Context: an optimization exercise on an open-source flow, tuned for small area. The choices shown serve that exercise and are no tape-out recipe. At most, simulation tests tie the RTL to the original design; equivalence was not proved. Power and IR drop assume default switching activity.

==> build 83: inputs <==
==> flow/design.v (excerpt) <==
module iso_link_rx (
    input  wire        clk,
    input  wire        rst,             
    input  wire        rxd,             
    input  wire        beacon,          
    input  wire        tick_1us,        
    input  wire        tlm_lost_rd,     
    input  wire        crc_err_rd,      
    input  wire [7:0]  ld_fault_w1c,    
    input  wire        ld_vld_ov_w1c,   
    output reg         frm_valid,       
    output wire [3:0]  frm_type,
    output wire [47:0] frm_payload,
    output reg  [1:0]  state,           
    output reg         ssr,
    output reg         lclk_lock,
    output reg         line_present,
    output reg  [15:0] tlm_lost,
    output reg  [15:0] crc_err,
    output reg  [7:0]  qw_last,
    output wire [31:0] line_period,
    output reg  [31:0] zc_pos,
    output reg  [31:0] zc_neg,
    output reg  [9:0]  hvin_v,
    output reg  [11:0] vline_pk,
    output reg  [7:0]  ld_temp,
    output reg  [7:0]  ld_fault,
    output reg         ld_vld_ov,
    output reg         ev_line_loss,    
    output wire        ev_line_return,  
    output wire        ev_link_fault,   
    output wire        ev_tlm_loss,     
    output wire        ev_conv_fault,   
    output reg         lf_reset         
);
    localparam [1:0] ST_DOWN = 2'd0, ST_TRAIN = 2'd1, ST_UP = 2'd2, ST_FAULT = 2'd3;
    localparam [11:0] TMR_SEED = 12'hC90;
    localparam [11:0] TMR_TERM = 12'hFFF;
    localparam [16:0] LF_SEED  = 17'h00001;
    localparam [16:0] LF_LAST  = 17'h0FCBC;
    localparam [16:0] AGE_SEED = 17'h1EC12;
    localparam [16:0] AGE_MASK = 17'h1FFEA;
    localparam [16:0] AGE_T11  = 17'h095CD;     
    localparam [59:0] WP_CODE  = {4'h8, 4'hC, 4'hE, 4'hF, 4'h7, 4'hB, 4'h5, 4'hA,
                                  4'hD, 4'h6, 4'h3, 4'h9, 4'h4, 4'h2, 4'h1};
    localparam [3:0]  WP_LAST  = 4'h8;
    reg  [2:0]  hs;
    reg         in_frame;
    reg         half;
    reg  [5:0]  bitcnt;       
    reg  [1:0]  rx_t;         
    reg  [47:0] rx_pay;       
  ...
==> flow/config.mk <==
export PLATFORM = sky130hd
export DESIGN_NAME = iso_link_rx
export DESIGN_NICKNAME = iso_link_rx
export VERILOG_FILES = /design/flow/design.v
export SDC_FILE = /design/flow/constraint.sdc
export NUM_CORES = 4
export LEC_CHECK = 0
export CAP_MARGIN = 20
export CORE_MARGIN = 2
export CORE_UTILIZATION = 60
export PLACE_DENSITY = 0.75
export SLEW_MARGIN = 20
==> flow/constraint.sdc <==
create_clock -name core_clock -period 10.0 [get_ports {clk}]
set_input_delay 2.0000 -clock core_clock [delete_from_list [all_inputs] [get_ports {clk}]]
set_output_delay 2.0000 -clock core_clock [all_outputs]
set_load 0.01 [all_outputs]
standard.sh (not shown) runs the stock make flow with config.mk's settings and CLKGATE_MAP_FILE= SYNTH_SCRIPT=/design/flow/synth_recipe.tcl, a recipe that flattens the netlist after the stock synthesis.
==> flow/flow/run.sh <==
#!/bin/bash
# The standard layout (standard.sh), with two changes:
#  - every port still gets its buffer, but the smallest one (buf_1);
#  - the clock tree uses larger sink clusters and no dummy loads.
# The whole ORFS run's output goes to make.log here; ORFS keeps each step's
# log under orfs/logs/.
set -euo pipefail
export BUFFER_PORTS_ARGS="-buffer_cell sky130_fd_sc_hd__buf_1"
export CTS_ARGS="-sink_clustering_enable -repair_clock_nets -sink_clustering_size 30 -sink_clustering_max_diameter 80 -buf_list sky130_fd_sc_hd__clkbuf_16 -dont_use_dummy_load"
bash standard.sh > make.log 2>&1
==> build 61 (differences from build 83) <==
--- a/flow/design.v
+++ b/flow/design.v
@@ -36,14 +36,13 @@
     localparam [1:0] ST_DOWN = 2'd0, ST_TRAIN = 2'd1, ST_UP = 2'd2, ST_FAULT = 2'd3;
     localparam [11:0] TMR_SEED = 12'hC90;
     localparam [11:0] TMR_TERM = 12'hFFF;
     localparam [16:0] LF_SEED  = 17'h00001;
     localparam [16:0] LF_LAST  = 17'h0FCBC;
     localparam [16:0] AGE_SEED = 17'h1EC12;
-    localparam [16:0] AGE_MASK = 17'h1FFEA;
-    localparam [16:0] AGE_T11  = 17'h095CD;     
+    localparam [16:0] AGE_MASK = 17'h0AAAA;
     localparam [59:0] WP_CODE  = {4'h8, 4'hC, 4'hE, 4'hF, 4'h7, 4'hB, 4'h5, 4'hA,
                                   4'hD, 4'h6, 4'h3, 4'h9, 4'h4, 4'h2, 4'h1};
     localparam [3:0]  WP_LAST  = 4'h8;
     reg  [2:0]  hs;
     reg         in_frame;
     reg         half;
@@ -304,47 +303,22 @@
     end
     reg  [16:0] age [0:14];
     reg  [3:0]  wp;           
     reg         wrapped;      
     wire [14:0] w_sel;
     wire [14:0] w_exp;
-    reg  [3:0]  fcnt;         
-    wire        filling = fcnt != 4'd11;
-    reg         fill_bit;
-    always @(*)
-        case (fcnt)
-            4'd0:    fill_bit = AGE_T11[10];
-            4'd1:    fill_bit = AGE_T11[9];
-            4'd2:    fill_bit = AGE_T11[8];
-            4'd3:    fill_bit = AGE_T11[7];
-            4'd4:    fill_bit = AGE_T11[6];
-            4'd5:    fill_bit = AGE_T11[5];
-            4'd6:    fill_bit = AGE_T11[4];
-            4'd7:    fill_bit = AGE_T11[3];
-            4'd8:    fill_bit = AGE_T11[2];
-            4'd9:    fill_bit = AGE_T11[1];
-            default: fill_bit = AGE_T11[0];
-        endcase
-    always @(posedge clk)
-        if (fbad)
-            fcnt <= 4'd0;
-        else if (filling)
-            fcnt <= fcnt + 4'd1;
     genvar g;
     generate
         for (g = 0; g < 15; g = g + 1) begin : slot
             wire [16:0] a     = age[g] ^ AGE_MASK;
             wire        all16 = &a[15:0];
-            wire        fill  = filling && w_sel[(g + 1) % 15];
-            wire        a_in  = fill ? fill_bit : (~(a[16] ^ a[13]) | all16);
-            wire [16:0] a_nx  = {a[15:0], a_in};
-            wire [16:0] a_ld  = {a[15:5], AGE_T11[16:11]};
+            wire [16:0] a_nx  = {a[15:0], ~(a[16] ^ a[13]) | all16};
             assign w_exp[g] = all16 && a[16];
             assign w_sel[g] = wp == WP_CODE[4*g +: 4];
             always @(posedge clk)
-                age[g] <= ((fbad && w_sel[g]) ? a_ld : a_nx) ^ AGE_MASK;
+                age[g] <= ((fbad && w_sel[g]) ? AGE_SEED : a_nx) ^ AGE_MASK;
         end
     endgenerate
     wire crc_burst = fbad && wrapped && !(|(w_sel & w_exp));
     always @(posedge clk) begin
         if (rst) begin
             wp      <= 4'b0001;
- CORE_UTILIZATION: 60 -> 40
- PLACE_DENSITY: 0.75 -> 0.6
==> build 9 (differences from build 83) <==
--- a/flow/design.v
+++ b/flow/design.v
@@ -36,14 +36,13 @@
     localparam [1:0] ST_DOWN = 2'd0, ST_TRAIN = 2'd1, ST_UP = 2'd2, ST_FAULT = 2'd3;
     localparam [11:0] TMR_SEED = 12'hC90;
     localparam [11:0] TMR_TERM = 12'hFFF;
     localparam [16:0] LF_SEED  = 17'h00001;
     localparam [16:0] LF_LAST  = 17'h0FCBC;
     localparam [16:0] AGE_SEED = 17'h1EC12;
-    localparam [16:0] AGE_MASK = 17'h1FFEA;
-    localparam [16:0] AGE_T11  = 17'h095CD;     
+    localparam [16:0] AGE_MASK = 17'h0AAAA;
     localparam [59:0] WP_CODE  = {4'h8, 4'hC, 4'hE, 4'hF, 4'h7, 4'hB, 4'h5, 4'hA,
                                   4'hD, 4'h6, 4'h3, 4'h9, 4'h4, 4'h2, 4'h1};
     localparam [3:0]  WP_LAST  = 4'h8;
     reg  [2:0]  hs;
     reg         in_frame;
     reg         half;
@@ -154,29 +153,20 @@
     wire [16:0] cs_c;
     assign cs_c[0] = fbad;
     wire [15:0] crc_next_cnt = crc_err_rd ? crc_inc :
                             (crc_sum[16] ? 16'hFFFF : crc_sum[15:0]);
     wire [31:0] period_raw;
     wire [32:0] per_c;
-    reg         per_c16;
-    wire        per_c16_now;
     assign per_c[0] = 1'b1;
-    always @(posedge clk)
-        per_c16 <= per_c16_now;
     wire [12:0] vpk_b;
     assign vpk_b[0] = 1'b0;
     genvar r;
     generate
         for (r = 0; r < 32; r = r + 1) begin : rip
             assign period_raw[r] = stamp[r] ^ ~zc_pos[r] ^ per_c[r];
-            if (r != 15) begin : pc
-                assign per_c[r+1] = (stamp[r] & ~zc_pos[r]) | (per_c[r] & (stamp[r] ^ ~zc_pos[r]));
-            end else begin : pc16
-                assign per_c[16]  = per_c16;
-                assign per_c16_now = (stamp[r] & ~zc_pos[r]) | (per_c[r] & (stamp[r] ^ ~zc_pos[r]));
-            end
+            assign per_c[r+1]    = (stamp[r] & ~zc_pos[r]) | (per_c[r] & (stamp[r] ^ ~zc_pos[r]));
             if (r < 6) begin : g6
                 assign bitcnt_inc[r] = bitcnt[r] ^ bci_c[r];
                 assign bci_c[r+1]    = bitcnt[r] & bci_c[r];
             end
             if (r < 12) begin : g12a
                 assign vline_abs[r] = vabs_op[r];
@@ -304,47 +294,22 @@
     end
     reg  [16:0] age [0:14];
     reg  [3:0]  wp;           
     reg         wrapped;      
     wire [14:0] w_sel;
     wire [14:0] w_exp;
-    reg  [3:0]  fcnt;         
-    wire        filling = fcnt != 4'd11;
-    reg         fill_bit;
-    always @(*)
-        case (fcnt)
-            4'd0:    fill_bit = AGE_T11[10];
-            4'd1:    fill_bit = AGE_T11[9];
-            4'd2:    fill_bit = AGE_T11[8];
-            4'd3:    fill_bit = AGE_T11[7];
-            4'd4:    fill_bit = AGE_T11[6];
-            4'd5:    fill_bit = AGE_T11[5];
-            4'd6:    fill_bit = AGE_T11[4];
-            4'd7:    fill_bit = AGE_T11[3];
-            4'd8:    fill_bit = AGE_T11[2];
-            4'd9:    fill_bit = AGE_T11[1];
-            default: fill_bit = AGE_T11[0];
-        endcase
-    always @(posedge clk)
-        if (fbad)
-            fcnt <= 4'd0;
-        else if (filling)
-            fcnt <= fcnt + 4'd1;
     genvar g;
     generate
         for (g = 0; g < 15; g = g + 1) begin : slot
             wire [16:0] a     = age[g] ^ AGE_MASK;
             wire        all16 = &a[15:0];
-            wire        fill  = filling && w_sel[(g + 1) % 15];
-            wire        a_in  = fill ? fill_bit : (~(a[16] ^ a[13]) | all16);
-            wire [16:0] a_nx  = {a[15:0], a_in};
-            wire [16:0] a_ld  = {a[15:5], AGE_T11[16:11]};
+            wire [16:0] a_nx  = {a[15:0], ~(a[16] ^ a[13]) | all16};
             assign w_exp[g] = all16 && a[16];
             assign w_sel[g] = wp == WP_CODE[4*g +: 4];
             always @(posedge clk)
-                age[g] <= ((fbad && w_sel[g]) ? a_ld : a_nx) ^ AGE_MASK;
+                age[g] <= ((fbad && w_sel[g]) ? AGE_SEED : a_nx) ^ AGE_MASK;
         end
     endgenerate
     wire crc_burst = fbad && wrapped && !(|(w_sel & w_exp));
     always @(posedge clk) begin
         if (rst) begin
             wp      <= 4'b0001;
- CORE_UTILIZATION: 60 -> 40
- PLACE_DENSITY: 0.75 -> 0.6
==> summary.txt <==
outcome: finished with violations
layout check failures: setup timing
routed length on met3: 2.19 mm
vias in the first global route: 14132
Worst Setup EP: lp[9]$_SDFFE_PP0P_
TritonCTS buffer count: 30
reg2reg setup slack: -1.93 ns
post-route setup slack: -1.93 ns
Seq group: 2.56 mW
final setup violation count: 24
share of layout cells above drive strength 1: 5.01%
wire per inst: 16.7 um
placed cells: 2888
Source of the figures above: build 9

==> summary.txt <==
Seq group: 2.56 mW
Worst Setup EP: tlm_lost[1]$_SDFF_PP0_
PnR Total Power: 4.00 mW
CP Depth: 29
met2 usage: 27.0%
Core Region: 55000 um^2
TritonCTS buffer count: 31
number of core rows: 86
outcome: complete, no violations
post-route setup slack: 2.57 ns
GR Util met3: 2.30%
final setup violation count: 0
wire per inst: 16.5 um
reg2reg setup slack: 2.80 ns
placed cells: 2901
routed length on met3: 2.20 mm
share of layout cells above drive strength 1: 2.79%
max cap viols: 0
vias in the first global route: 14102
Source of the figures above: build 61

==> summary.txt <==
Seq group: 2.59 mW
final setup violation count: 0
vias in the first global route: 13850
placed cells: 2520
wire per inst: 17.4 um
share of layout cells above drive strength 1: 2.84%
Post-CTS Setup Bufs: 0
outcome: complete, no violations
CP delay by family, top: adder cells
leading power group: registers
routed length on met3: 2.51 mm
TritonCTS buffer count: 26
reg2reg setup slack: 2.81 ns
Worst Setup EP: tlm_lost[7]$_SDFF_PP0_
Source of the figures above: build 83

Only the layout flow was run in build 83; the RTL was not checked for function there.

==> what the ideal ports hide <==
No port has a modelled driver above. Below, the same layouts with a new extraction and two added sets of constraints. Step 1, drivers: a clkbuf_16 drives clk and a buf_2 each remaining input, both assumed. Step 2, shift: input delay + t, output delay - t, t = (earliest + latest rising clock arrival at the registers) / 2. This alone moves slack from input paths to output paths. Three values: ideal, step 1, step 2; two values: the first two.
run	shift t [ns]	slack for setup (ns)	worst data-port slew with drivers (ns)
build 83	0.601	2.613 / 2.608 / 2.008	0.07
build 61	0.636	2.573 / 2.566 / 1.930	0.06
build 9	0.641	-1.929 / -1.929 / -1.929	0.09
For build 61, which loses most, drivers alone change the setup slack by -0.007 ns; drivers and shift together by -0.643 ns.
